This design comes from an exercise in tuning for small area, a short achievable clock period and few clock cycles per item on the open sky130 flow, not from production work.
Where RTL was checked, it was by simulation tests only, not by an equivalence proof against the original.
The RTL of run 1 was laid out without a check of its function.

==> flow/design.v <==
module ce_aes_sbox_a (
    input  wire [7:0]  sbox_in,
    output wire [17:0] mid
);
  wire U0 = sbox_in[7], U1 = sbox_in[6], U2 = sbox_in[5], U3 = sbox_in[4];
  wire U4 = sbox_in[3], U5 = sbox_in[2], U6 = sbox_in[1], U7 = sbox_in[0];
  wire T1;
  ce_aes_gx g_T1 (.a(U0), .b(U3), .y(T1));
  wire T2;
  ce_aes_gx g_T2 (.a(U0), .b(U5), .y(T2));
  wire T3;
  ce_aes_gx g_T3 (.a(U0), .b(U6), .y(T3));
  wire T4;
  ce_aes_gx g_T4 (.a(U3), .b(U5), .y(T4));
  wire T5;
  ce_aes_gx g_T5 (.a(U4), .b(U6), .y(T5));
  wire T6;
  ce_aes_gx g_T6 (.a(T1), .b(T5), .y(T6));
  wire T7;
  ce_aes_gx g_T7 (.a(U1), .b(U2), .y(T7));
  wire T8;
  ce_aes_gx g_T8 (.a(U7), .b(T6), .y(T8));
  wire T9;
  ce_aes_gx g_T9 (.a(U7), .b(T7), .y(T9));
  wire T10;
  ce_aes_gx g_T10 (.a(T6), .b(T7), .y(T10));
  wire T11;
  ce_aes_gx g_T11 (.a(U1), .b(U5), .y(T11));
  wire T12;
  ce_aes_gx g_T12 (.a(U2), .b(U5), .y(T12));
  wire T13;
  ce_aes_gx g_T13 (.a(T3), .b(T4), .y(T13));
  wire T14;
  ce_aes_gx g_T14 (.a(T6), .b(T11), .y(T14));
  wire T15;
  ce_aes_gx g_T15 (.a(T5), .b(T11), .y(T15));
  wire T16;
  ce_aes_gx g_T16 (.a(T5), .b(T12), .y(T16));
  wire T17;
  ce_aes_gx g_T17 (.a(T9), .b(T16), .y(T17));
  wire T18;
  ce_aes_gx g_T18 (.a(U3), .b(U7), .y(T18));
  wire T19;
  ce_aes_gx g_T19 (.a(T7), .b(T18), .y(T19));
  wire T20;
  ce_aes_gx g_T20 (.a(T1), .b(T19), .y(T20));
  wire T21;
  ce_aes_gx g_T21 (.a(U6), .b(U7), .y(T21));
  wire T22;
  ce_aes_gx g_T22 (.a(T7), .b(T21), .y(T22));
  wire T23;
  ce_aes_gx g_T23 (.a(T2), .b(T22), .y(T23));
  wire T24;
  ce_aes_gx g_T24 (.a(T2), .b(T10), .y(T24));
  wire T25;
  ce_aes_gx g_T25 (.a(T20), .b(T17), .y(T25));
  wire T26;
  ce_aes_gx g_T26 (.a(T3), .b(T16), .y(T26));
  wire T27;
  ce_aes_gx g_T27 (.a(T1), .b(T12), .y(T27));
  wire M1;
  ce_aes_gnand g_M1 (.a(T13), .b(T6), .y(M1));
  wire M2;
  ce_aes_gnand g_M2 (.a(T23), .b(T8), .y(M2));
  wire M3;
  ce_aes_gxn g_M3 (.a(T14), .b(M1), .y(M3));
  wire M4;
  ce_aes_gnand g_M4 (.a(T19), .b(U7), .y(M4));
  wire M5;
  ce_aes_gx g_M5 (.a(M4), .b(M1), .y(M5));
  wire M6;
  ce_aes_gnand g_M6 (.a(T3), .b(T16), .y(M6));
  wire M7;
  ce_aes_gnand g_M7 (.a(T22), .b(T9), .y(M7));
  wire M8;
  ce_aes_gxn g_M8 (.a(T26), .b(M6), .y(M8));
  wire M9;
  ce_aes_gnand g_M9 (.a(T20), .b(T17), .y(M9));
  wire M10;
  ce_aes_gx g_M10 (.a(M9), .b(M6), .y(M10));
  wire M11;
  ce_aes_gnand g_M11 (.a(T1), .b(T15), .y(M11));
  wire M12;
  ce_aes_gnand g_M12 (.a(T4), .b(T27), .y(M12));
  wire M13;
  ce_aes_gx g_M13 (.a(M12), .b(M11), .y(M13));
  wire M14;
  ce_aes_gnand g_M14 (.a(T2), .b(T10), .y(M14));
  wire M15;
  ce_aes_gx g_M15 (.a(M14), .b(M11), .y(M15));
  wire M16;
  ce_aes_gxn g_M16 (.a(M3), .b(M2), .y(M16));
  wire M17;
  ce_aes_gx g_M17 (.a(M5), .b(T24), .y(M17));
  wire M18;
  ce_aes_gxn g_M18 (.a(M8), .b(M7), .y(M18));
  wire M19;
  ce_aes_gx g_M19 (.a(M10), .b(M15), .y(M19));
  wire M20;
  ce_aes_gx g_M20 (.a(M16), .b(M13), .y(M20));
  wire M21;
  ce_aes_gx g_M21 (.a(M17), .b(M15), .y(M21));
  wire M22;
  ce_aes_gx g_M22 (.a(M18), .b(M13), .y(M22));
  wire M23;
  ce_aes_gx g_M23 (.a(M19), .b(T25), .y(M23));
  wire M24;
  ce_aes_gxn g_M24 (.a(M22), .b(M23), .y(M24));
  wire M25;
  ce_aes_gnand g_M25 (.a(M22), .b(M20), .y(M25));
  wire M26;
  ce_aes_gx g_M26 (.a(M21), .b(M25), .y(M26));
  wire M27;
  ce_aes_gxn g_M27 (.a(M20), .b(M21), .y(M27));
  wire M28;
  ce_aes_gx g_M28 (.a(M23), .b(M25), .y(M28));
  wire M29;
  ce_aes_gnor g_M29 (.a(M28), .b(M27), .y(M29));
  wire M30;
  ce_aes_gnor g_M30 (.a(M26), .b(M24), .y(M30));
  wire M31;
  ce_aes_gnand g_M31 (.a(M20), .b(M23), .y(M31));
  wire M32;
  ce_aes_gnor g_M32 (.a(M27), .b(M31), .y(M32));
  wire M33;
  ce_aes_gx g_M33 (.a(M27), .b(M25), .y(M33));
  wire M34;
  ce_aes_gnand g_M34 (.a(M21), .b(M22), .y(M34));
  wire M35;
  ce_aes_gnor g_M35 (.a(M24), .b(M34), .y(M35));
  wire M36;
  ce_aes_gx g_M36 (.a(M24), .b(M25), .y(M36));
  wire M37;
  ce_aes_gx g_M37 (.a(M21), .b(M29), .y(M37));
  wire M38;
  ce_aes_gx g_M38 (.a(M32), .b(M33), .y(M38));
  wire M39;
  ce_aes_gx g_M39 (.a(M23), .b(M30), .y(M39));
  wire M40;
  ce_aes_gx g_M40 (.a(M35), .b(M36), .y(M40));
  wire M41;
  ce_aes_gx g_M41 (.a(M38), .b(M40), .y(M41));
  wire M42;
  ce_aes_gx g_M42 (.a(M37), .b(M39), .y(M42));
  wire M43;
  ce_aes_gx g_M43 (.a(M37), .b(M38), .y(M43));
  wire M44;
  ce_aes_gx g_M44 (.a(M39), .b(M40), .y(M44));
  wire M45;
  ce_aes_gx g_M45 (.a(M42), .b(M41), .y(M45));
  ce_aes_gnand g_M46 (.a(M44), .b(T6), .y(mid[17]));
  ce_aes_gnand g_M47 (.a(M40), .b(T8), .y(mid[16]));
  ce_aes_gnand g_M48 (.a(M39), .b(U7), .y(mid[15]));
  ce_aes_gnand g_M49 (.a(M43), .b(T16), .y(mid[14]));
  ce_aes_gnand g_M50 (.a(M38), .b(T9), .y(mid[13]));
  ce_aes_gnand g_M51 (.a(M37), .b(T17), .y(mid[12]));
  ce_aes_gnand g_M52 (.a(M42), .b(T15), .y(mid[11]));
  ce_aes_gnand g_M53 (.a(M45), .b(T27), .y(mid[10]));
  ce_aes_gnand g_M54 (.a(M41), .b(T10), .y(mid[9]));
  ce_aes_gnand g_M55 (.a(M44), .b(T13), .y(mid[8]));
  ce_aes_gnand g_M56 (.a(M40), .b(T23), .y(mid[7]));
  ce_aes_gnand g_M57 (.a(M39), .b(T19), .y(mid[6]));
  ce_aes_gnand g_M58 (.a(M43), .b(T3), .y(mid[5]));
  ce_aes_gnand g_M59 (.a(M38), .b(T22), .y(mid[4]));
  ce_aes_gnand g_M60 (.a(M37), .b(T20), .y(mid[3]));
  ce_aes_gnand g_M61 (.a(M42), .b(T1), .y(mid[2]));
  ce_aes_gnand g_M62 (.a(M45), .b(T4), .y(mid[1]));
  ce_aes_gnand g_M63 (.a(M41), .b(T2), .y(mid[0]));
endmodule
module ce_aes_sbox_b (
    input  wire [17:0] mid,
    output wire [7:0]  sbox_out
);
  wire M46 = mid[17];
  wire M47 = mid[16];
  wire M48 = mid[15];
  wire M49 = mid[14];
  wire M50 = mid[13];
  wire M51 = mid[12];
  wire M52 = mid[11];
  wire M53 = mid[10];
  wire M54 = mid[9];
  wire M55 = mid[8];
  wire M56 = mid[7];
  wire M57 = mid[6];
  wire M58 = mid[5];
  wire M59 = mid[4];
  wire M60 = mid[3];
  wire M61 = mid[2];
  wire M62 = mid[1];
  wire M63 = mid[0];
  wire L0;
  ce_aes_gx g_L0 (.a(M61), .b(M62), .y(L0));
  wire L1;
  ce_aes_gx g_L1 (.a(M50), .b(M56), .y(L1));
  wire L2;
  ce_aes_gx g_L2 (.a(M46), .b(M48), .y(L2));
  wire L3;
  ce_aes_gx g_L3 (.a(M47), .b(M55), .y(L3));
  wire L4;
  ce_aes_gx g_L4 (.a(M54), .b(M58), .y(L4));
  wire L5;
  ce_aes_gx g_L5 (.a(M49), .b(M61), .y(L5));
  wire L6;
  ce_aes_gxn g_L6 (.a(M62), .b(L5), .y(L6));
  wire L7;
  ce_aes_gxn g_L7 (.a(M46), .b(L3), .y(L7));
  wire L8;
  ce_aes_gx g_L8 (.a(M51), .b(M59), .y(L8));
  wire L9;
  ce_aes_gx g_L9 (.a(M52), .b(M53), .y(L9));
  wire L10;
  ce_aes_gxn g_L10 (.a(M53), .b(L4), .y(L10));
  wire L11;
  ce_aes_gxn g_L11 (.a(M60), .b(L2), .y(L11));
  wire L12;
  ce_aes_gx g_L12 (.a(M48), .b(M51), .y(L12));
  wire L13;
  ce_aes_gxn g_L13 (.a(M50), .b(L0), .y(L13));
  wire L14;
  ce_aes_gx g_L14 (.a(M52), .b(M61), .y(L14));
  wire L15;
  ce_aes_gxn g_L15 (.a(M55), .b(L1), .y(L15));
  wire L16;
  ce_aes_gxn g_L16 (.a(M56), .b(L0), .y(L16));
  wire L17;
  ce_aes_gxn g_L17 (.a(M57), .b(L1), .y(L17));
  wire L18;
  ce_aes_gxn g_L18 (.a(M58), .b(L8), .y(L18));
  wire L19;
  ce_aes_gxn g_L19 (.a(M63), .b(L4), .y(L19));
  wire L20;
  ce_aes_gx g_L20 (.a(L0), .b(L1), .y(L20));
  wire L21;
  ce_aes_gx g_L21 (.a(L1), .b(L7), .y(L21));
  wire L22;
  ce_aes_gx g_L22 (.a(L3), .b(L12), .y(L22));
  wire L23;
  ce_aes_gx g_L23 (.a(L18), .b(L2), .y(L23));
  wire L24;
  ce_aes_gx g_L24 (.a(L15), .b(L9), .y(L24));
  wire L25;
  ce_aes_gx g_L25 (.a(L6), .b(L10), .y(L25));
  wire L26;
  ce_aes_gx g_L26 (.a(L7), .b(L9), .y(L26));
  wire L27;
  ce_aes_gx g_L27 (.a(L8), .b(L10), .y(L27));
  wire L28;
  ce_aes_gx g_L28 (.a(L11), .b(L14), .y(L28));
  wire L29;
  ce_aes_gx g_L29 (.a(L11), .b(L17), .y(L29));
  ce_aes_gx g_S0 (.a(L6), .b(L24), .y(sbox_out[7]));
  ce_aes_gxn g_S1 (.a(L16), .b(L26), .y(sbox_out[6]));
  ce_aes_gxn g_S2 (.a(L19), .b(L28), .y(sbox_out[5]));
  ce_aes_gx g_S3 (.a(L6), .b(L21), .y(sbox_out[4]));
  ce_aes_gx g_S4 (.a(L20), .b(L22), .y(sbox_out[3]));
  ce_aes_gx g_S5 (.a(L25), .b(L29), .y(sbox_out[2]));
  ce_aes_gxn g_S6 (.a(L13), .b(L27), .y(sbox_out[1]));
  ce_aes_gxn g_S7 (.a(L6), .b(L23), .y(sbox_out[0]));
endmodule
module ce_aes_gx (input wire a, input wire b, output wire y);
  assign y = a ^ b;
endmodule
module ce_aes_gxn (input wire a, input wire b, output wire y);
  assign y = ~(a ^ b);
endmodule
module ce_aes_gnand (input wire a, input wire b, output wire y);
  assign y = ~(a & b);
endmodule
module ce_aes_gnor (input wire a, input wire b, output wire y);
  assign y = ~(a | b);
endmodule
module ce_aes (
    input  wire         clk,
    input  wire         rst,        
    input  wire         start,
    input  wire         key_256,    
    input  wire [255:0] key,
    input  wire [127:0] din,
    output wire         ready,
    output reg          done,
    output reg  [127:0] dout
);
  reg          bsy1;       
  reg          lst1;       
  reg  [3:0]   rnd1;       
  reg          k2561;
  reg  [127:0] s;          
  reg  [127:0] ka1;        
  reg  [127:0] kb1;        
  reg  [31:0]  gw1;        
  reg          bsy2;
  reg          lst2;
  reg  [3:0]   rnd2;
  reg          k2562;
  reg  [287:0] q;          
  reg  [127:0] ka2;
  reg  [127:0] kb2;
  reg  [71:0]  gq;         
  reg          rdy;
  assign ready = rdy;
  function [7:0] xtime;
    input [7:0] a;
    xtime = {a[6:0], 1'b0} ^ (a[7] ? 8'h1b : 8'h00);
  endfunction
  function [31:0] rotw;
    input [31:0] w;
    rotw = {w[23:0], w[31:24]};
  endfunction
  function [7:0] rcon_f;
    input [3:0] i;
    case (i)
      4'd1:    rcon_f = 8'h01;
      4'd2:    rcon_f = 8'h02;
      4'd3:    rcon_f = 8'h04;
      4'd4:    rcon_f = 8'h08;
      4'd5:    rcon_f = 8'h10;
      4'd6:    rcon_f = 8'h20;
      4'd7:    rcon_f = 8'h40;
      4'd8:    rcon_f = 8'h80;
      4'd9:    rcon_f = 8'h1b;
      4'd10:   rcon_f = 8'h36;
      default: rcon_f = 8'h00;
    endcase
  endfunction
  genvar n;
  wire [287:0] sa;
  generate
    for (n = 0; n < 16; n = n + 1) begin : g_sboxa
      ce_aes_sbox_a u_sa (.sbox_in(s[127-8*n -: 8]), .mid(sa[287-18*n -: 18]));
    end
  endgenerate
  wire [71:0] ga;
  generate
    for (n = 0; n < 4; n = n + 1) begin : g_ksa
      ce_aes_sbox_a u_ka (.sbox_in(gw1[31-8*n -: 8]), .mid(ga[71-18*n -: 18]));
    end
  endgenerate
  wire [127:0] sb;    
  generate
    for (n = 0; n < 16; n = n + 1) begin : g_sboxb
      ce_aes_sbox_b u_sb (.mid(q[287-18*n -: 18]), .sbox_out(sb[127-8*n -: 8]));
    end
  endgenerate
  wire [127:0] sr;
  generate
    for (n = 0; n < 16; n = n + 1) begin : g_shift
      localparam integer R = n % 4;
      localparam integer C = n / 4;
      localparam integer SRC = 4 * ((C + R) % 4) + R;
      assign sr[127-8*n -: 8] = sb[127-8*SRC -: 8];
    end
  endgenerate
  wire [31:0] g2;    
  generate
    for (n = 0; n < 4; n = n + 1) begin : g_ksb
      ce_aes_sbox_b u_kb (.mid(gq[71-18*n -: 18]), .sbox_out(g2[31-8*n -: 8]));
    end
  endgenerate
  wire        use_rot = k2562 ? rnd2[0] : 1'b1;
  wire [3:0]  rc_idx  = k2562 ? ((rnd2 + 4'd1) >> 1) : rnd2;
  wire [7:0]  rc      = use_rot ? rcon_f(rc_idx) : 8'h00;
  wire [31:0] p0 = ka2[127:96] ^ {rc, 24'h000000};
  wire [31:0] p1 = p0 ^ ka2[95:64];
  wire [31:0] p2 = p1 ^ ka2[63:32];
  wire [31:0] p3 = p2 ^ ka2[31:0];
  wire [127:0] pw = {p0, p1, p2, p3};
  wire [127:0] kexp;
  generate
    for (n = 0; n < 128; n = n + 1) begin : g_kexp
      ce_aes_gx u_x (.a(pw[n]), .b(g2[n % 32]), .y(kexp[n]));
    end
  endgenerate
  wire [127:0] rk = k2562 ? kb2 : kexp;
  wire next_rot = !k2562 || !rnd2[0];
  wire [127:0] x;
  generate
    for (n = 0; n < 128; n = n + 1) begin : g_ark
      ce_aes_gx u_x (.a(sr[n]), .b(rk[n]), .y(x[n]));
    end
  endgenerate
  wire [127:0] round_out;
  generate
    for (n = 0; n < 4; n = n + 1) begin : g_mix
      wire [31:0] a = sr[127-32*n -: 32];
      wire [31:0] u;       
      wire [7:0]  t;       
      wire [31:0] xt;      
      wire [31:0] m;       
      genvar i, b;
      for (i = 0; i < 4; i = i + 1) begin : g_byte
        for (b = 0; b < 8; b = b + 1) begin : g_bit
          ce_aes_gx u_u (.a(a[31-8*i-7+b]), .b(a[31-8*((i+1)%4)-7+b]), .y(u[31-8*i-7+b]));
          ce_aes_gx u_m (.a(t[b]), .b(xt[31-8*i-7+b]), .y(m[31-8*i-7+b]));
          ce_aes_gx u_o (.a(x[127-32*n-8*i-7+b]), .b(m[31-8*i-7+b]),
                         .y(round_out[127-32*n-8*i-7+b]));
        end
        wire [7:0] ub = u[31-8*i -: 8];
        assign xt[31-8*i-7+0] = ub[7];
        ce_aes_gx u_x1 (.a(ub[0]), .b(ub[7]), .y(xt[31-8*i-7+1]));
        assign xt[31-8*i-7+2] = ub[1];
        ce_aes_gx u_x3 (.a(ub[2]), .b(ub[7]), .y(xt[31-8*i-7+3]));
        ce_aes_gx u_x4 (.a(ub[3]), .b(ub[7]), .y(xt[31-8*i-7+4]));
        assign xt[31-8*i-7+5] = ub[4];
        assign xt[31-8*i-7+6] = ub[5];
        assign xt[31-8*i-7+7] = ub[6];
      end
      for (b = 0; b < 8; b = b + 1) begin : g_t
        ce_aes_gx u_t (.a(u[31-7+b]), .b(u[15-7+b]), .y(t[b]));
      end
    end
  endgenerate
  wire ld  = !bsy2 || lst2;
  wire acc = start && rdy;
  wire       bsy1_n  = ld ? acc : bsy2;
  wire       k2561_n = ld ? key_256 : k2562;
  wire [3:0] rnd1_n  = ld ? 4'd1 : rnd2 + 4'd1;
  wire [3:0] nr_m1   = k2562 ? 4'd13 : 4'd9;
  wire       lst1_n  = !ld && (rnd2 == nr_m1);
  wire       rdy_n   = (!bsy1 || lst1) &&
                       !(bsy1_n && k2561_n && (rnd1_n < 4'd5));
  always @(posedge clk) begin
    if (rst) begin
      bsy1 <= 1'b0;
      bsy2 <= 1'b0;
      lst1 <= 1'b0;
      lst2 <= 1'b0;
      rdy  <= 1'b1;
      done <= 1'b0;
    end else begin
      bsy1 <= bsy1_n;
      lst1 <= lst1_n;
      bsy2 <= bsy1;
      lst2 <= lst1;
      rdy  <= rdy_n;
      done <= bsy2 && lst2;
    end
  end
  always @(posedge clk) begin
    q     <= sa;
    gq    <= ga;
    ka2   <= ka1;
    kb2   <= kb1;
    rnd2  <= rnd1;
    k2562 <= k2561;
    dout  <= x;
    rnd1  <= rnd1_n;
    k2561 <= k2561_n;
    if (ld) begin
      s   <= din ^ key[255:128];
      ka1 <= key[255:128];
      kb1 <= key[127:0];
      gw1 <= rotw(key_256 ? key[31:0] : key[159:128]);
    end else begin
      s   <= round_out;
      ka1 <= rk;       
      kb1 <= kexp;
      gw1 <= next_rot ? rotw(kexp[31:0]) : kexp[31:0];   
    end
  end
endmodule
==> flow/flow/run.sh <==
#!/bin/bash
set -euo pipefail
bash standard.sh SETUP_SLACK_MARGIN=6 \
  "BUFFER_PORTS_ARGS=-buffer_cell sky130_fd_sc_hd__buf_1" finish > standard.log 2>&1
==> flow/standard.sh <==
#!/bin/bash
# synth_recipe.tcl (not shown) runs the flow's synth.tcl, then flattens the netlist and writes it again
# the make line also repeats each setting of config.mk as NAME=value (left out here)
make -C /OpenROAD-flow-scripts/flow DESIGN_CONFIG=/design/flow/config.mk WORK_HOME=/design/flow/orfs CLKGATE_MAP_FILE= SYNTH_SCRIPT=/design/flow/synth_recipe.tcl "${@:-finish}"
==> flow/config.mk <==
export PLATFORM = sky130hd
export DESIGN_NAME = ce_aes
export DESIGN_NICKNAME = ce_aes
export VERILOG_FILES = /design/flow/design.v
export SDC_FILE = /design/flow/constraint.sdc
export NUM_CORES = 4
export LEC_CHECK = 0
export CAP_MARGIN = 20
export CORE_MARGIN = 2
export CORE_UTILIZATION = 60
export CTS_CLUSTER_DIAMETER = 80
export CTS_CLUSTER_SIZE = 24
export GPL_ROUTABILITY_DRIVEN = 1
export GPL_TIMING_DRIVEN = 1
export PLACE_DENSITY = 0.85
export SETUP_SLACK_MARGIN = 5
export SLEW_MARGIN = 20
export SYNTH_HIERARCHICAL = 1
export SYNTH_MINIMUM_KEEP_SIZE = 0
==> flow/constraint.sdc <==
create_clock -name core_clock -period 10.0 [get_ports {clk}]
set_input_delay 2.0000 -clock core_clock [delete_from_list [all_inputs] [get_ports {clk}]]
set_output_delay 2.0000 -clock core_clock [all_outputs]
set_load 0.01 [all_outputs]
==> results of run 1 <==
## stage by stage
step / cell area, um2 / util, % / cells
finish: 65900 / 68.1 / 7980
global route: 65800 / 68.1 / 7977
CTS: 63900 / 66.1 / 7960
detailed placement: 61900 / 64.0 / 7880
global placement: 61900 / 64.0 / 7880
floorplan: 58500 / - / 6185
## cells in the mapped netlist (all sizes together)
| library cell | instances | area share, % |
|---|---|---|
| xor2 | 2289 | 34 |
| nand2 | 1503 | 9.6 |
| dfxtp | 1176 | 40 |
| xnor2 | 554 | 8.3 |
| o21ai | 131 | 1.1 |
| mux2 | 129 | 2.5 |
| clkbuf | 100 | 0.64 |
| nor2 | 88 | 0.56 |
| a21oi | 36 | 0.31 |
| a211oi | 33 | 0.42 |
| and3 | 33 | 0.35 |
| mux2i | 32 | 0.55 |
| buf | 29 | 0.25 |
| inv | 11 | 0.071 |
| xnor3 | 7 | 0.27 |
| nor3 | 6 | 0.051 |
| nor2b | 4 | 0.043 |
| and2 | 3 | 0.036 |
| nand3 | 3 | 0.026 |
| nor3b | 3 | 0.038 |
| a221oi | 2 | 0.051 |
| ha | 2 | 0.043 |
| nand2b | 2 | 0.021 |
| a2bb2oi | 1 | 0.045 |
| a31oi | 1 | 0.011 |
| a32o | 1 | 0.017 |
| and4 | 1 | 0.015 |
| and4b | 1 | 0.017 |
| o2111ai | 1 | 0.015 |
| o211ai | 1 | 0.013 |
| o31ai | 1 | 0.036 |
| o32ai | 1 | 0.015 |
## worst max-delay path: cells and delay by family, from the launching register on
family	cells	cell delay, ps
simple gates	1	80
compound gates	1	160
xor+xnor	8	3160
flops	1	390
## timing repair
item | CTS | global route
gates resized for setup | 51 | 236
pin swaps | 1 | 28
endpoints found under the hold margin | 0 | 0
setup buffers | 2 | 15
setup endpoints to repair | 73 | 138
## state kept, by name (all words and copies together), names as in the netlist
| name | cells |
|---|---|
| gq | 72 |
| ka1 | 128 |
| gw1 | 32 |
| kb1 | 128 |
| rnd2 | 4 |
| k2561 | 1 |
| kb2 | 128 |
| done | 1 |
| k2562 | 1 |
| q | 288 |
| s | 128 |
| rdy | 1 |
| rnd1 | 4 |
| dout | 128 |
| bsy1 | 1 |
| lst2 | 1 |
| ka2 | 128 |
| bsy2 | 1 |
| lst1 | 1 |
## layout make-up
| class | instances | share of cell area, % |
|---|---|---|
| clock buffers | 66 | 2.28 |
| diodes | 5 | 0.0190 |
| repair buffers | 565 | 3.59 |
| flip-flops and latches | 1176 | 35.8 |
| inverters | 11 | 0.0627 |
| clock inverters | 12 | 0.245 |
| multi-input cells | 4869 | 55.6 |
| well taps | 1276 | 2.42 |
## cell usage in the layout, fill, tap and decap left out, types with 4 or more instances in the layout
master,n
nor3_1,6
o21ai_0,129
nor2_1,88
xnor3_1,7
buf_12,4
clkbuf_1,7
dfxtp_1,1150
xor2_4,55
diode_2,5
clkbuf_16,59
buf_4,41
a211oi_1,33
and3_1,33
xor2_2,146
buf_1,516
a21oi_1,36
xor2_1,2088
xnor2_1,545
xnor2_2,9
mux2_2,129
mux2i_1,32
inv_1,11
dfxtp_2,25
nand2_1,1503
## modules after synthesis (local to each module, per instance), excerpt
module        cells  times used
ce_aes         2905           1
ce_aes_gx         1        2200
ce_aes_gxn        1         400
ce_aes_gnand      1         600
ce_aes_gnor       1          80
## metal layers
metal / routed length, um / GRT usage, %
met4: 12200 / 21.1
met5: 48 / 0
met3: 15400 / 5.48
met2: 80900 / 53.9
met1: 72700 / 45.4
## path summary, 6_finish.rpt
| check | startpoint | endpoint | slack (ps) | cells past startpoint |
|---|---|---|---|---|
| max | q[265] | s[7] | 6080 | 10 |
| min | ka1[116] | ka2[116] | 320 | 0 |
| max reg2reg | q[265] | s[7] | 6080 | 10 |
| min reg2reg | ka1[116] | ka2[116] | 320 | 0 |
## kinds of logic after synthesis
kind of cell,count (synthesis),synth area share [%]
flops,1176,40.2
compound gates,209,2.06
fa+ha+maj,2,0.0428
simple gates,1647,10.8
buf+inv,140,0.958
mux,161,3.03
xor+xnor,2850,42.9
==> impl_results.md, run 1 <==
- Synth Net Count: 6,575
- Setup violators final: 0
- Max-slew headroom: 17.6%
- Worst hold path type: reg -> reg
- Final TNS setup: 0 ps
- RSZ-0062 raised after global routing: yes
- Critical-path top delay cell: xor2_1
- Final Wtd Congestion: 1.03
- Count of final hold-check violations: 0
- Slew Viols, Final: 0
- Rows: 114
- Yosys reg bits: 1,176
- CP most frequent cell: xor2_1
- Gr usage total: 34.6%
- Total gr overflow: 0
- Crit Path Class: reg -> reg
- Largest net degree at the start of global routing: 198
- Synth cell types: 40
- Max Cap Viol: 0
- Worst-path clk slew: 100 ps
- Antenna violations before repair: 9
- Vias in the first global route: 41,600
- Synth Instances: 6,185
- CP required: 10,570 ps
- Fin crit share: 39.2%
- Die height: 316 um
- Clk buf depth: 3
- Critical path, cell by cell: xor2_1 > xnor2_1 > xor2_1 > xor2_1 > xor2_1 > xor2_1 > xor2_1 > xor2_1 > nand2_1 > o21ai_0
- Residual DRC: 0
- Worst setup SP type: flop
- Core Region: 96,700 um2
- Clock Skews: 36.3 ps
- Max stage delay on crit path: 750 ps
- Actual slew at the worst max-slew pin: 1230 ps
- DRT Pass-1 Iters: 6
- Ports: 518
- Register Area: 23,600 um2
- Vias: 42,800
- Yosys warnings: 7
- Routed Antenna Nets: 0
- Critical Path Sink Type: flop
- Root buffer cell: clkbuf_16
- # port buffers: 517
- # clock sinks: 1,176
- Full die area: 100,000 um2
- Fin Hold WS: 320 ps
- Status: no timing/DRC/antenna violations
- Worst Path Arrival: 4490 ps
- Area taken by multi-input logic gates: 36,600 um2
- F_max: 255 MHz
- H-tree depth: 2
- Fin worst setup slack: 6080 ps
- CP Max Fanout: 5
- Detailed-placement wirelength estimate: 143,000 um
- Worst-Skew Late Latency: 700 ps
- Die Width: 316 um
- Pre-CTS WS: 5080 ps
- Total Wirelength: 181,000 um
- Area growth, synth to finish: 12.6%
- Fill count: 7,536
- DR vias/cell: 5.36
- Share of layout cells above drive strength 1: 7.36%
- WL/cell: 22.7 um
- Initial Utilization: 60.5%
- TritonCTS Buffers: 58
- Mapped Avg Cell Area: 9.46 um2
- Post-CTS Hold Fix Bufs: 0
- Seq/Total Area, Yosys: 40.2%
- CTS tree: done
- Mapped Area: 58,500 um2
- Final Net Count: 7,071
- DRT iter0 DRCs: 4,439
- Period minus WS final: 3920 ps
- First-pass GRT wire length: 256,000 um
==> run 2, diff against run 1 <==
--- a/flow/design.v
+++ b/flow/design.v
@@ -299,10 +299,6 @@
   reg  [71:0]  gq;         
   reg          rdy;
   assign ready = rdy;
-  function [7:0] xtime;
-    input [7:0] a;
-    xtime = {a[6:0], 1'b0} ^ (a[7] ? 8'h1b : 8'h00);
-  endfunction
   function [31:0] rotw;
     input [31:0] w;
     rotw = {w[23:0], w[31:24]};
--- a/flow/config.mk
+++ b/flow/config.mk
@@ -5,6 +5,7 @@
 export SDC_FILE = /design/flow/constraint.sdc
 export NUM_CORES = 4
 export LEC_CHECK = 0
+export ABC_CLOCK_PERIOD_IN_PS = 3000
 export CAP_MARGIN = 20
 export CORE_MARGIN = 2
 export CORE_UTILIZATION = 60
==> impl_results.md, run 2 <==
- Status: no timing/DRC/antenna violations
- # port buffers: 517
- DP Area: 61,900 um2
- Final TNS setup: 0 ps
- Max stage delay on crit path: 750 ps
- Most frequent cells in the layout: xor2_1 (2,088), nand2_1 (1,503), dfxtp_1 (1,150)
- Fill count: 7,536
- Share of the synthesized area in the top cell type: 40.2%
- Post-synth EDFFs: 0
- Design area: 65,900 um2
- Critical Path Sink Type: flop
- Top reg by flops: q
- Die height: 316 um
- Worst Path Arrival: 4490 ps
- Placed Cells: 7,880
- Fin cells: 7,980
- DRT iter0 DRCs: 4,439
- Mapped Area: 58,500 um2
- Period minus WS final: 3920 ps
- Max Cap Viol: 0
- Die Width: 316 um
- Gr usage total: 34.6%
- Vias: 42,800
- Yosys warnings: 7
- Commonest non-fill, non-tap cell in the layout: xor2_1
- CP required: 10,570 ps
- Largest net degree at the start of global routing: 198
- CTS tree: done
- Synth area leader: dfxtp_1
- Worst-path clk slew: 100 ps
- Ranking of synthesized cells by area: dfxtp_1 (40%), xor2_1 (34%), nand2_1 (9.6%)
- Critical path, cell by cell: xor2_1 > xnor2_1 > xor2_1 > xor2_1 > xor2_1 > xor2_1 > xor2_1 > xor2_1 > nand2_1 > o21ai_0
- Full die area: 100,000 um2
- # clock sinks: 1,176
- RSZ-0062 raised after global routing: yes
- Detailed-placement wirelength estimate: 143,000 um
- First-pass GRT wire length: 256,000 um
- Routed Antenna Nets: 0
- Ports: 518
- Fin crit share: 39.2%
- DRT Pass-1 Iters: 6
- Area growth, synth to finish: 12.6%
- Final Net Count: 7,071
- Final Wtd Congestion: 1.03
- Synth Net Count: 6,575
- Clk buf depth: 3
- TritonCTS Buffers: 58
- Worst-Skew Late Latency: 700 ps
- Yosys reg bits: 1,176
- Crit Path Class: reg -> reg
- Max-slew headroom: 17.6%
- Count of final hold-check violations: 0
- Antenna violations before repair: 9
- Fraction of registers with async set/reset: 0%
- Actual slew at the worst max-slew pin: 1230 ps
- Residual DRC: 0
- Max reg flops: 288
- Clock Skews: 36.3 ps
- Hold path cells: 0
- Share of layout cells above drive strength 1: 7.36%
- Slew Viols, Final: 0
- Root buffer cell: clkbuf_16
- WL/cell: 22.7 um
- Total gr overflow: 0
- H-tree depth: 2
- Synth cell types: 40
- CP most frequent cell: xor2_1
- F_max: 255 MHz
- Top cells by count, synth: xor2_1 (2,288), nand2_1 (1,503), dfxtp_1 (1,176)
- Core Region: 96,700 um2
- Ys flop type: dfxtp_1
- Mapped Avg Cell Area: 9.46 um2
- Worst setup SP type: flop
- Setup violators final: 0
- DR vias/cell: 5.36
- Rows: 114
- Seq/Total Area, Yosys: 40.2%
- Synth Instances: 6,185
- Total Wirelength: 181,000 um
- Critical-path top delay cell: xor2_1
- Initial Utilization: 60.5%
- CP Max Fanout: 5
- Worst hold path type: reg -> reg
- Reg2Reg Depth: 10
- Vias in the first global route: 41,600
- Count leader, synth: xor2_1
==> run 2: cell counts in the layout (fill, tap and decap cells not counted) <==
No cell type changed its count.
==> run 2: worst paths after layout <==
path         startpoint       end  slack [ps]
max              q[265]      s[7]        6080
min            ka1[116]  ka2[116]         320
max reg2reg      q[265]      s[7]        6080
min reg2reg    ka1[116]  ka2[116]         320
==> run 2: through the flow <==
step	util (%)	hold WS, ps	setup slack (ps)
global placement	64.0	310	5080
detailed placement	64.0	312	5080
finish	68.1	320	6080
floorplan	-	310	6440
CTS	66.1	323	5910
global route	68.1	334	5880
==> run 2: cell families (layout without fill, tap and decap cells) <==
logic type      after synthesis  in the layout  share of synthesized area [%]
compound gates              209            209                           2.06
xor+xnor                   2850           2850                           42.9
fa+ha+maj                     2              2                         0.0428
buf+inv                     140            654                          0.958
flops                      1176           1176                           40.2
mux                         161            161                           3.03
other cells                   0              5                              0
simple gates               1647           1647                           10.8
==> run 2: repair_timing <==
item,CTS,global route
setup buffers,2,15
hold buffers,0,0
gates resized for setup,51,236
pin swaps,1,28
endpoints found under the setup margin,73,138
==> run 2: metal layers <==
layer	part of all wire (%)	vias up	track usage, %
met5	0.026	-	0
met4	6.7	8	21.1
met1	40	20400	45.4
li1	-	19900	-
met2	45	2040	53.9
met3	8.5	451	5.48
==> run 2: worst max-delay path, delay by kind of cell (launching register included) <==
family,cells,cell delay (ps)
AO/OA/AOI/OAI,1,160
XOR/XNOR,8,3160
flip-flops,1,390
AND/OR/NAND/NOR,1,80
==> run 2: Yosys stat by module (local to each module, per instance), a selection <==
module        cell area [um2]  cells inside
ce_aes                  33200          2905
ce_aes_gx                8.76             1
ce_aes_gxn               8.76             1
ce_aes_gnand             3.75             1
ce_aes_gnor              3.75             1
==> run 2: area by class of cell <==
type / count / area, um2 / area share, %
clock inverters: 12 / 161 / 0.245
flip-flops and latches: 1176 / 23600 / 35.8
inverters: 11 / 41.3 / 0.0627
multi-input cells: 4869 / 36600 / 55.6
diodes: 5 / 12.5 / 0.0190
well taps: 1276 / 1600 / 2.42
clock buffers: 66 / 1500 / 2.28
repair buffers: 565 / 2370 / 3.59
Testbench counts of run 2, summed over its fixed seeds: cycles 35,450, blocks 3,200.
==> run 3, diff against run 2 <==
--- a/flow/config.mk
+++ b/flow/config.mk
@@ -5,7 +5,6 @@
 export SDC_FILE = /design/flow/constraint.sdc
 export NUM_CORES = 4
 export LEC_CHECK = 0
-export ABC_CLOCK_PERIOD_IN_PS = 3000
 export CAP_MARGIN = 20
 export CORE_MARGIN = 2
 export CORE_UTILIZATION = 60
@@ -18,3 +17,4 @@
 export SLEW_MARGIN = 20
 export SYNTH_HIERARCHICAL = 1
 export SYNTH_MINIMUM_KEEP_SIZE = 0
+export TNS_END_PERCENT = 20
==> impl_results.md, run 3 <==
- Cell count along the critical path: 10
- Top cells by count, synth: xor2_1 (2,288), nand2_1 (1,503), dfxtp_1 (1,176)
- Max Cap Viol: 0
- CP Launch Point: q[169]
- Ys flop type: dfxtp_1
- Worst Path Arrival: 4510 ps
- Synth cell types: 40
- Die Width: 316 um
- Reg2Reg Depth: 10
- Max-slew headroom: 16.4%
- Area growth, synth to finish: 12.2%
- Final Wtd Congestion: 1.03
- Area taken by multi-input logic gates: 36,400 um2
- Top reg by flops: q
- Final Net Count: 7,070
- DRT iter0 DRCs: 4,359
- Mapped Area: 58,500 um2
- Post-synthesis mux area share: 3.03%
- Critical Path Sink Type: flop
- Max stage delay on crit path: 790 ps
- Final TNS setup: 0 ps
- Fin crit share: 39.6%
- F_max: 252 MHz
- CP delay by family, top: XOR/XNOR gates
- Fill count: 7,587
- Met1 Usage GRT: 45.3%
- GRT met3 Usage: 5.49%
- CP most frequent cell: xor2_1
- Max reg flops: 288
- Synth Instances: 6,185
- Post-CTS Hold Fix Bufs: 0
- Count of final hold-check violations: 0
- Mapped Avg Cell Area: 9.46 um2
- Register Area: 23,600 um2
- Met2 usage: 53.9%
- Synth Area in Simple Gates: 10.8%
- Largest net degree at the start of global routing: 198
- Fraction of registers with async set/reset: 0%
- Die height: 316 um
- Yosys reg bits: 1,176
- Synth area leader: dfxtp_1
- Synth Net Count: 6,575
- Clk buf depth: 3
- Vias: 42,700
- Reg-to-reg setup timing slack: 6040 ps
- Origin of the critical flop-to-flop path: q[169]
- Ranking of synthesized cells by area: dfxtp_1 (40%), xor2_1 (34%), nand2_1 (9.6%)
- Post-synth EDFFs: 0
- Core Region: 96,700 um2
- Setup violators final: 0
- Root buffer cell: clkbuf_16
- DRT Pass-1 Iters: 6
- RSZ-0062 raised after global routing: yes
- Hold path start: kb1[34]
- Full die area: 100,000 um2
- Share of the synthesized area in the top cell type: 40.2%
- Synth Area in Compound Gates: 2.06%
- Routed Antenna Nets: 0
- Status: no timing/DRC/antenna violations
- Count leader, synth: xor2_1
- Actual slew at the worst max-slew pin: 1250 ps
- Worst R2R End: s[7]
- Vias in the first global route: 41,500
- DR vias/cell: 5.35
- Worst-path clk slew: 100 ps
- GR peak layer: met2
- # port buffers: 517
- CP Max Fanout: 5
- Synth Area in Adders: 0.0428%
- Total gr overflow: 0
- Seq/Total Area, Yosys: 40.2%
- Rows: 114
- Detailed-placement wirelength estimate: 143,000 um
- Residual DRC: 0
- Worst setup SP type: flop
- Critical-path top delay cell: xor2_1
- Share of layout cells above drive strength 1: 7.03%
- Most frequent cells in the layout: xor2_1 (2,103), nand2_1 (1,503), dfxtp_1 (1,155)
- Crit Path Class: reg -> reg
- CP endpoint: s[7]
- Commonest non-fill, non-tap cell in the layout: xor2_1
- Post-Synth XOR/XNOR Area: 42.9%
- Slew Viols, Final: 0
- Period minus WS final: 3960 ps
- Initial Utilization: 60.5%
- CTS tree: done
- Clock Skews: 35.2 ps
- Fin cells: 7,980
- Critical path buffers and inverters: 0
- Fin Hold WS: 323 ps
- Main combinational cell family by area after synthesis: XOR/XNOR gates
- CP required: 10,540 ps
- Critical path, cell by cell: xor2_1 > xnor2_1 > xor2_1 > xor2_1 > xor2_1 > xor2_1 > xor2_1 > xor2_1 > nand2_1 > o21ai_0
- Yosys warnings: 7
- Total Wirelength: 181,000 um
- Worst-Skew Late Latency: 700 ps
- Placed Cells: 7,880
- Ports: 518
- Antenna violations before repair: 10
- # clock sinks: 1,176
- Gr usage total: 34.6%
- Post-layout util: 67.9%
- H-tree depth: 2
- First-pass GRT wire length: 255,000 um
- WL/cell: 22.7 um
- Worst hold path type: reg -> reg
- TritonCTS Buffers: 58
==> run 3: cell counts after synthesis <==
No cell type changed its count.
==> run 3: metal layers <==
metal / vias up / routed length, um
met4: 10 / 12400
met3: 474 / 15100
met5: - / 58
li1: 19800 / -
met2: 2031 / 80600
met1: 20300 / 73000
==> run 3: worst min path at each step <==
stage	to	slack, ps	depth (start not counted)
after CTS	ka2[116]	320	0
after detailed placement	ka2[26]	310	0
after global routing	ka2[119]	330	0
final	kb2[34]	320	0
after global placement	kb2[55]	310	0
after floorplan	k2562	310	0
==> run 3: cells by family (layout without fill, tap and decap cells) <==
group           after synthesis  count (layout)
xor+xnor                   2850            2850
simple gates               1647            1647
flops                      1176            1176
compound gates              209             209
mux                         161             161
buf+inv                     140             653
fa+ha+maj                     2               2
other cells                   0               6
==> run 3: repair_timing <==
action / in CTS / in global routing
setup endpoints to repair: 73 / 175
gates cloned: 0 / 0
buffers inserted: 2 / 14
gates resized for setup: 26 / 231
pin swaps: 1 / 23
==> run 3: area by class of cell <==
cell class,count,area share (%)
inverters,11,0.0629
diodes,6,0.0229
flip-flops and latches,1176,35.9
well taps,1276,2.43
multi-input cells,4869,55.4
clock inverters,12,0.246
clock buffers,66,2.29
repair buffers,564,3.59
==> run 3: per-module statistics from Yosys (local to each module, per instance), a selection <==
module	flip-flops and latches	cell area, um2	cells inside	copies in the design
ce_aes_gxn	0	8.76	1	400
ce_aes_gx	0	8.76	1	2200
ce_aes	1176	33200	2905	1
ce_aes_gnor	0	3.75	1	80
ce_aes_gnand	0	3.75	1	600
==> run 3: through the flow <==
stage | instance area, um2 | setup slack [ps]
3_5_place_dp | 61900 | 5080
5_1_grt | 65600 | 5830
6_report | 65600 | 6040
3_3_place_gp | 61900 | 5080
4_1_cts | 63700 | 5910
2_1_floorplan | 58500 | 6440
==> run 4, diff against run 3 <==
--- a/flow/config.mk
+++ b/flow/config.mk
@@ -17,4 +17,3 @@
 export SLEW_MARGIN = 20
 export SYNTH_HIERARCHICAL = 1
 export SYNTH_MINIMUM_KEEP_SIZE = 0
-export TNS_END_PERCENT = 20
==> impl_results.md, run 4 <==
- Register Area: 23,600 um2
- Max Cap Viol: 0
- First-pass GRT wire length: 256,000 um
- Worst-path clk slew: 100 ps
- Fraction of registers with async set/reset: 0%
- Worst setup SP type: flop
- Largest net degree at the start of global routing: 198
- Top reg by flops: q
- Synth Instances: 6,185
- Final TNS setup: 0 ps
- H-tree depth: 2
- Die Width: 316 um
- Max-slew headroom: 17.6%
- Root buffer cell: clkbuf_16
- Status: no timing/DRC/antenna violations
- Clk buf depth: 3
- Yosys reg bits: 1,176
- WL/cell: 22.7 um
- Synth area leader: dfxtp_1
- Rows: 114
- Synth Net Count: 6,575
- Clock Skews: 36.3 ps
- CP Max Fanout: 5
- DRT Pass-1 Iters: 6
- Antenna violations before repair: 9
- Gr usage total: 34.6%
- Reg-to-reg setup timing slack: 6080 ps
- GR peak layer: met2
- Max reg flops: 288
- Full die area: 100,000 um2
- Most frequent cells in the layout: xor2_1 (2,088), nand2_1 (1,503), dfxtp_1 (1,150)
- Fin worst setup slack: 6080 ps
- Final Net Count: 7,071
- # clock sinks: 1,176
- Die height: 316 um
- Residual DRC: 0
- Post-synth EDFFs: 0
- Worst hold path type: reg -> reg
- Initial Utilization: 60.5%
- DRT iter0 DRCs: 4,439
- GRT met3 Usage: 5.48%
- Ranking of synthesized cells by area: dfxtp_1 (40%), xor2_1 (34%), nand2_1 (9.6%)
- Ports: 518
- Detailed-placement wirelength estimate: 143,000 um
- Count leader, synth: xor2_1
- Commonest non-fill, non-tap cell in the layout: xor2_1
- Critical path, cell by cell: xor2_1 > xnor2_1 > xor2_1 > xor2_1 > xor2_1 > xor2_1 > xor2_1 > xor2_1 > nand2_1 > o21ai_0
- Seq/Total Area, Yosys: 40.2%
- Critical-path top delay cell: xor2_1
- Core Region: 96,700 um2
- DR vias/cell: 5.36
- Fin crit share: 39.2%
- Fill count: 7,536
- CP most frequent cell: xor2_1
- Synth cell types: 40
- Routed Antenna Nets: 0
- RSZ-0062 raised after global routing: yes
- Worst Path Arrival: 4490 ps
- Final Wtd Congestion: 1.03
- Max stage delay on crit path: 750 ps
- Count of final hold-check violations: 0
- CP required: 10,570 ps
- Met1 Usage GRT: 45.4%
- Mapped Avg Cell Area: 9.46 um2
- F_max: 255 MHz
- Area growth, synth to finish: 12.6%
- Share of the synthesized area in the top cell type: 40.2%
- Setup violators final: 0
- Ys flop type: dfxtp_1
- # port buffers: 517
- Top cells by count, synth: xor2_1 (2,288), nand2_1 (1,503), dfxtp_1 (1,176)
- Pre-CTS WS: 5080 ps
- Critical Path Sink Type: flop
- Total gr overflow: 0
- CTS tree: done
- Area taken by multi-input logic gates: 36,600 um2
- Slew Viols, Final: 0
- Met2 usage: 53.9%
- Actual slew at the worst max-slew pin: 1230 ps
- Mapped Area: 58,500 um2
- Total Wirelength: 181,000 um
- Yosys warnings: 7
- Worst-Skew Late Latency: 700 ps
- Vias in the first global route: 41,600
- Period minus WS final: 3920 ps
- Crit Path Class: reg -> reg
- Vias: 42,800
- Share of layout cells above drive strength 1: 7.36%
- TritonCTS Buffers: 58
[run 4: cell counts after synthesis]
Identical to the previous run, type by type.
[run 4: worst paths after layout]
| check | startpoint | end | cells after the start |
|---|---|---|---|
| min | ka1[116] | ka2[116] | 0 |
| min reg2reg | ka1[116] | ka2[116] | 0 |
| max | q[265] | s[7] | 10 |
| max reg2reg | q[265] | s[7] | 10 |
[run 4: timing repair]
| action | in CTS | in global routing |
|---|---|---|
| hold buffers | 0 | 0 |
| pin swaps | 1 | 28 |
| buffers inserted | 2 | 15 |
| gates resized for setup | 51 | 236 |
| setup endpoints to repair | 73 | 138 |
[run 4: metrics by stage]
step / instances / hold WS, ps / cell area (um2) / util (%)
floorplan: 6185 / 310 / 58500 / -
global placement: 7880 / 310 / 61900 / 64.0
detailed placement: 7880 / 312 / 61900 / 64.0
CTS: 7960 / 323 / 63900 / 66.1
global route: 7977 / 334 / 65800 / 68.1
finish: 7980 / 320 / 65900 / 68.1
[run 4: final cells by class]
cell class                 instances  share of cell area [%]
inverter                          11                  0.0627
tap                             1276                    2.42
antenna                            5                  0.0190
timing repair buffer             565                    3.59
clock buffer                      66                    2.28
clock inverter                    12                   0.245
sequential                      1176                    35.8
multi-input combinational       4869                    55.6
[run 4: cell families after synthesis]
| logic type | Yosys count | synth area share (%) |
|---|---|---|
| xor gates and xnor gates | 2850 | 42.9 |
| adders and majority gates | 2 | 0.0428 |
| DFF | 1176 | 40.2 |
| muxes | 161 | 3.03 |
| and+or+nand+nor | 1647 | 10.8 |
| AOI/OAI and AO/OA | 209 | 2.06 |
| buffers and inverters | 140 | 0.958 |
[run 4: worst max-delay path, delay by kind of cell, from the launching register on]
| family | cells | cell delay, ps |
|---|---|---|
| AOI/OAI and AO/OA | 1 | 160 |
| xor gates and xnor gates | 8 | 3160 |
| DFF | 1 | 390 |
| and+or+nand+nor | 1 | 80 |
[run 4: modules after synthesis (local to each module, per instance), excerpt]
module,area (um2),times used
ce_aes,33200,1
ce_aes_gx,8.76,2200
ce_aes_gxn,8.76,400
ce_aes_gnand,3.75,600
ce_aes_gnor,3.75,80
[run 4: layer usage]
layer	vias to the layer above	part of all wire, %
met5	-	0.026
li1	19900	-
met2	2040	45
met4	8	6.7
met3	451	8.5
met1	20400	40
==> run 5, diff against run 4 <==
--- a/flow/config.mk
+++ b/flow/config.mk
@@ -17,3 +17,4 @@
 export SLEW_MARGIN = 20
 export SYNTH_HIERARCHICAL = 1
 export SYNTH_MINIMUM_KEEP_SIZE = 0
+export TNS_END_PERCENT = 5
==> impl_results.md, run 5 <==
- Fin crit share: 40.2%
- CP required: 10,570 ps
- Max-slew headroom: 16.2%
- Root buffer cell: clkbuf_16
- CP most frequent cell: xor2_1
- Rows: 114
- Setup violators final: 0
- # port buffers: 517
- Worst-Skew Late Latency: 700 ps
- DRT Pass-1 Iters: 6
- Total Wirelength: 180,000 um
- Status: no timing/DRC/antenna violations
- Share of the synthesized area in the top cell type: 40.2%
- Largest net degree at the start of global routing: 198
- Period minus WS final: 4020 ps
- Seq/Total Area, Yosys: 40.2%
- Slew Viols, Final: 0
- Clk buf depth: 3
- Vias: 42,700
- CTS tree: done
- First-pass GRT wire length: 255,000 um
- Ports: 518
- Final Net Count: 7,063
- Worst setup SP type: flop
- Worst hold path type: reg -> reg
- Full die area: 100,000 um2
- Mapped Avg Cell Area: 9.46 um2
- Design area: 65,100 um2
- Critical Path Sink Type: flop
- Core Region: 96,700 um2
- Share of layout cells above drive strength 1: 6.31%
- Clock Skews: 35.5 ps
- Max reg flops: 288
- Worst-path clk slew: 90 ps
- Max stage delay on crit path: 460 ps
- Fin cells: 7,970
- Total gr overflow: 0
- Antenna violations before repair: 10
- Placed Cells: 7,880
- Top cells by count, synth: xor2_1 (2,288), nand2_1 (1,503), dfxtp_1 (1,176)
- RSZ-0062 raised after global routing: yes
- Gr usage total: 34.5%
- Commonest non-fill, non-tap cell in the layout: xor2_1
- # clock sinks: 1,176
- Final TNS setup: 0 ps
- Synth Instances: 6,185
- Detailed-placement wirelength estimate: 143,000 um
- Top reg by flops: q
- Critical-path top delay cell: dfxtp_1
- DR vias/cell: 5.35
- Area growth, synth to finish: 11.3%
- Residual DRC: 0
- Yosys reg bits: 1,176
- CP Max Fanout: 4
- Critical path, cell by cell: xor2_2 > xor2_1 > xor2_1 > nand2_1 > xor2_1 > xor2_1 > xor2_2 > xnor2_1 > xor2_1 > xor2_2 > xor2_1 > xor2_1 > nand2_1
- Reg-to-reg setup timing slack: 5980 ps
- Synth Net Count: 6,575
- CP delay by family, top: XOR/XNOR gates
- Mapped Area: 58,500 um2
- Most frequent cells in the layout: xor2_1 (2,133), nand2_1 (1,503), dfxtp_1 (1,167)
- Die height: 316 um
- Initial Utilization: 60.5%
- Yosys warnings: 7
- Final Wtd Congestion: 1.03
- Vias in the first global route: 41,400
- DP Area: 61,900 um2
- Fraction of registers with async set/reset: 0%
- Worst Path Arrival: 4580 ps
- Ys flop type: dfxtp_1
- Synth area leader: dfxtp_1
- Actual slew at the worst max-slew pin: 1250 ps
- F_max: 249 MHz
- Count of final hold-check violations: 0
- DRT iter0 DRCs: 4,362
- Post-synth EDFFs: 0
- Count leader, synth: xor2_1
- Crit Path Class: reg -> reg
- Critical path buffers and inverters: 0
- TritonCTS Buffers: 58
- Max Cap Viol: 0
- WL/cell: 22.6 um
- Ranking of synthesized cells by area: dfxtp_1 (40%), xor2_1 (34%), nand2_1 (9.6%)
- Die Width: 316 um
- H-tree depth: 2
- Synth cell types: 40
- Routed Antenna Nets: 0
[run 5: cell counts after synthesis]
Identical to the previous run, type by type.
[run 5: worst paths after layout]
path,from,to,depth (start not counted)
max,s[73],q[163],13
min,kb1[34],kb2[34],0
max reg2reg,s[73],q[163],13
min reg2reg,kb1[34],kb2[34],0
[run 5: kinds of logic (layout without fill, tap and decap cells)]
logic type | Yosys count | after routing | share of synthesized area [%]
AOI/OAI and AO/OA | 209 | 209 | 2.06
xor gates and xnor gates | 2850 | 2850 | 42.9
adders and majority gates | 2 | 2 | 0.0428
buffers and inverters | 140 | 646 | 0.958
DFF | 1176 | 1176 | 40.2
muxes | 161 | 161 | 3.03
other | 0 | 3 | 0
and+or+nand+nor | 1647 | 1647 | 10.8
[run 5: per-stage QoR]
| stage | setup WS [ps] | hold WS, ps | utilization [%] |
|---|---|---|---|
| 2_1_floorplan | 6440 | 310 | - |
| 3_3_place_gp | 5080 | 310 | 64.0 |
| 3_5_place_dp | 5080 | 312 | 64.0 |
| 4_1_cts | 5910 | 323 | 65.9 |
| 5_1_grt | 5760 | 334 | 67.3 |
| 6_report | 5980 | 322 | 67.3 |
[run 5: layer usage]
layer / track usage [%] / part of all wire [%]
met1: 45.3 / 40
met2: 53.9 / 44
met3: 5.45 / 8.4
met4: 20.6 / 6.8
met5: 0 / 0.034
[run 5: cell type report]
cell class                      instances  area [um2]
Sequential cell                      1176       23600
Antenna cell                            3        7.51
Clock inverter                         12         161
Multi-Input combinational cell       4869       35900
Clock buffer                           66        1500
Inverter                               11        41.3
Fill cell                            7690       31600
Tap cell                             1276        1600
Timing Repair Buffer                  557        2300
[run 5: what timing repair did]
item / 4_1_cts / 5_1_grt
hold buffers: 0 / 0
setup buffers: 1 / 8
endpoints found under the setup margin: 73 / 180
pin swaps: 0 / 14
gates resized for setup: 24 / 171
[run 5: Yosys stat by module (local to each module, per instance), excerpt]
| module | copies in the design | flip-flops and latches | cells inside | cell area, um2 |
|---|---|---|---|---|
| ce_aes | 1 | 1176 | 2905 | 33200 |
| ce_aes_gx | 2200 | 0 | 1 | 8.76 |
| ce_aes_gxn | 400 | 0 | 1 | 8.76 |
| ce_aes_gnand | 600 | 0 | 1 | 3.75 |
| ce_aes_gnor | 80 | 0 | 1 | 3.75 |
==> run 6, diff against run 5 <==
--- a/flow/config.mk
+++ b/flow/config.mk
@@ -7,14 +7,13 @@
 export LEC_CHECK = 0
 export CAP_MARGIN = 20
 export CORE_MARGIN = 2
-export CORE_UTILIZATION = 60
+export CORE_UTILIZATION = 70
 export CTS_CLUSTER_DIAMETER = 80
 export CTS_CLUSTER_SIZE = 24
 export GPL_ROUTABILITY_DRIVEN = 1
 export GPL_TIMING_DRIVEN = 1
-export PLACE_DENSITY = 0.85
+export PLACE_DENSITY = 0.9
 export SETUP_SLACK_MARGIN = 5
 export SLEW_MARGIN = 20
 export SYNTH_HIERARCHICAL = 1
 export SYNTH_MINIMUM_KEEP_SIZE = 0
-export TNS_END_PERCENT = 5
==> impl_results.md, run 6 <==
- Top cells by count, synth: xor2_1 (2,288), nand2_1 (1,503), dfxtp_1 (1,176)
- Max reg flops: 288
- Slew Viols, Final: 0
- Final Wtd Congestion: 1.07
- Clk buf depth: 3
- Worst-Skew Late Latency: 670 ps
- First-pass GRT wire length: 257,000 um
- Post-layout util: 78.9%
- Ys flop type: dfxtp_1
- RSZ-0062 raised after global routing: yes
- CP most frequent cell: xor2_1
- Count of final hold-check violations: 0
- CP Max Fanout: 4
- Yosys reg bits: 1,176
- Fin crit share: 41.0%
- Post-synth EDFFs: 0
- DR vias/cell: 5.62
- Root buffer cell: clkbuf_16
- Count leader, synth: xor2_1
- Status: no timing/DRC/antenna violations
- Max Cap Viol: 0
- Detailed-placement wirelength estimate: 142,000 um
- CP required: 10,400 ps
- F_max: 244 MHz
- Setup violators final: 0
- Final TNS setup: 0 ps
- Largest net degree at the start of global routing: 170
- DRT iter0 DRCs: 4,494
- Fraction of registers with async set/reset: 0%
- Share of the synthesized area in the top cell type: 40.2%
- Synth Area in Compound Gates: 2.06%
- Worst-path clk slew: 90 ps
- Clock Skews: 33.0 ps
- Mapped Avg Cell Area: 9.46 um2
- Initial Utilization: 70.4%
- Routed Antenna Nets: 0
- Post-synthesis mux area share: 3.03%
- Rows: 106
- Reg2Reg Depth: 10
- Area growth, synth to finish: 12.1%
- Share of layout cells above drive strength 1: 7.56%
- Die height: 293 um
- Critical Path Sink Type: flop
- Post-CTS Hold Fix Bufs: 0
- Core Region: 83,200 um2
- Fill count: 5,393
- TritonCTS Buffers: 56
- Period minus WS final: 4100 ps
- Vias: 43,600
- Actual slew at the worst max-slew pin: 1260 ps
- Max stage delay on crit path: 940 ps
- Synth Instances: 6,185
- Area taken by multi-input logic gates: 36,800 um2
- Synth cell types: 40
- Full die area: 85,900 um2
- Synth Area in Simple Gates: 10.8%
- Hold path cells: 0
- Synth Net Count: 6,575
- Yosys warnings: 7
- # clock sinks: 1,176
- Gr usage total: 40.2%
- Synth area leader: dfxtp_1
- Worst hold path type: reg -> reg
- Vias in the first global route: 42,400
- CTS tree: done
- H-tree depth: 2
- Commonest non-fill, non-tap cell in the layout: xor2_1
- Crit Path Class: reg -> reg
- Post-Synth XOR/XNOR Area: 42.9%
- Critical path, cell by cell: xor2_1 > xnor2_1 > xor2_1 > xor2_1 > xor2_1 > mux2_2 > xor2_1 > xor2_1 > nand2_1 > o21ai_0
- Most frequent cells in the layout: xor2_1 (2,063), nand2_1 (1,503), dfxtp_1 (1,147)
- Total gr overflow: 0
- Fin Hold WS: 316 ps
- Mapped Area: 58,500 um2
- Total Wirelength: 184,000 um
- Ports: 518
- Synth Area in Adders: 0.0428%
- Ranking of synthesized cells by area: dfxtp_1 (40%), xor2_1 (34%), nand2_1 (9.6%)
- Top reg by flops: q
- Seq/Total Area, Yosys: 40.2%
- Max-slew headroom: 16.0%
- Residual DRC: 0
- Critical-path top delay cell: xor2_1
- Antenna violations before repair: 7
- WL/cell: 23.7 um
- Final Net Count: 7,060
- Worst setup SP type: flop
- Worst Path Arrival: 4500 ps
- # port buffers: 517
- Register Area: 23,600 um2
- DRT Pass-1 Iters: 5
- Main combinational cell family by area after synthesis: XOR/XNOR gates
- Die Width: 293 um
-- run 6: cell counts after synthesis --
No cell type changed its count.
-- run 6: cell families (layout without fill, tap and decap cells) --
group / count (synthesis) / in the layout
buffers and inverters: 140 / 635
other: 0 / 2
AOI/OAI and AO/OA: 209 / 209
xor gates and xnor gates: 2850 / 2850
and+or+nand+nor: 1647 / 1647
muxes: 161 / 161
adders and majority gates: 2 / 2
DFF: 1176 / 1176
-- run 6: area by class of cell --
class                   instances  share of cell area, %
inverters                      11                 0.0630
clock inverters                 7                  0.124
repair buffers                556                   3.47
diodes                          2                0.00763
well taps                    1080                   2.06
flip-flops and latches       1176                   36.0
clock buffers                  61                   2.20
multi-input cells            4869                   56.1
-- run 6: worst max-delay path, delay by kind of cell, from the launching register on --
kind	cells	cell delay, ps
AND/OR/NAND/NOR	1	60
flip-flops	1	370
XOR/XNOR	7	2620
AO/OA/AOI/OAI	1	330
multiplexers	1	420
-- run 6: routing by layer --
| layer | up-vias | part of all wire, % | track usage (%) |
|---|---|---|---|
| met5 | - | 0.015 | 0 |
| met1 | 20700 | 39 | 50.9 |
| met4 | 4 | 7.3 | 24.2 |
| met3 | 582 | 9.1 | 6.83 |
| met2 | 2488 | 45 | 64.4 |
| li1 | 19800 | - | - |
-- run 6: worst paths after layout --
kind / from / endpoint / slack, ps
setup reg to reg: gq[25] / s[47] / 5900
setup / recovery: gq[25] / s[47] / 5900
hold reg to reg: kb1[50] / kb2[50] / 320
hold / removal: kb1[50] / kb2[50] / 320
-- run 6: per-stage QoR --
| stage | setup WS, ps | cell area [um2] | cells |
|---|---|---|---|
| after floorplan | 6440 | 58500 | 6185 |
| after global placement | 5580 | 61600 | 7680 |
| after detailed placement | 5590 | 61600 | 7681 |
| after CTS | 6000 | 63400 | 7750 |
| after global routing | 5820 | 65600 | 7760 |
| final | 5900 | 65600 | 7762 |
-- run 6: repair_timing --
item | 4_1_cts | 5_1_grt
endpoints found under the setup margin | 64 | 139
buffers inserted | 1 | 10
hold endpoints to repair | 0 | 0
pin swaps | 0 | 29
gates resized for setup | 41 | 267
-- run 6: Yosys stat by module, one instance, submodules excluded, a selection --
module	cells inside	times used
ce_aes	2905	1
ce_aes_gx	1	2200
ce_aes_gxn	1	400
ce_aes_gnand	1	600
ce_aes_gnor	1	80

[what the ideal ports hide]
Ports are ideal in the flow. The routed layouts listed here were re-timed in OpenROAD.
Step 1: set_driving_cell puts a clkbuf_16 on clk and a buf_2 on each other input, an assumption about the parent block.
Step 2 adds t to the input delays and takes it off the output delays; t is the mean of the earliest and latest rising clock arrival at the registers after step 1. Input paths then give back, and output paths get back, about the clock's delay inside the block.
a / b / c = no drivers / after step 1 / after step 2; a / b = the first two.
| run | t (ns) | slack for setup (ns) | worst data-port slew with drivers (ns) |
|---|---|---|---|
| run 1 | 0.759 | 6.077 / 6.077 / 6.077 | 0.17 |
| run 2 | 0.759 | 6.077 / 6.077 / 6.077 | 0.17 |
| run 3 | 0.758 | 6.037 / 6.037 / 6.037 | 0.16 |
| run 4 | 0.759 | 6.077 / 6.077 / 6.077 | 0.17 |
| run 5 | 0.758 | 5.984 / 5.984 / 5.984 | 0.16 |
| run 6 | 0.733 | 5.896 / 5.896 / 5.896 | 0.06 |
After both steps setup and hold are still met in every run listed.
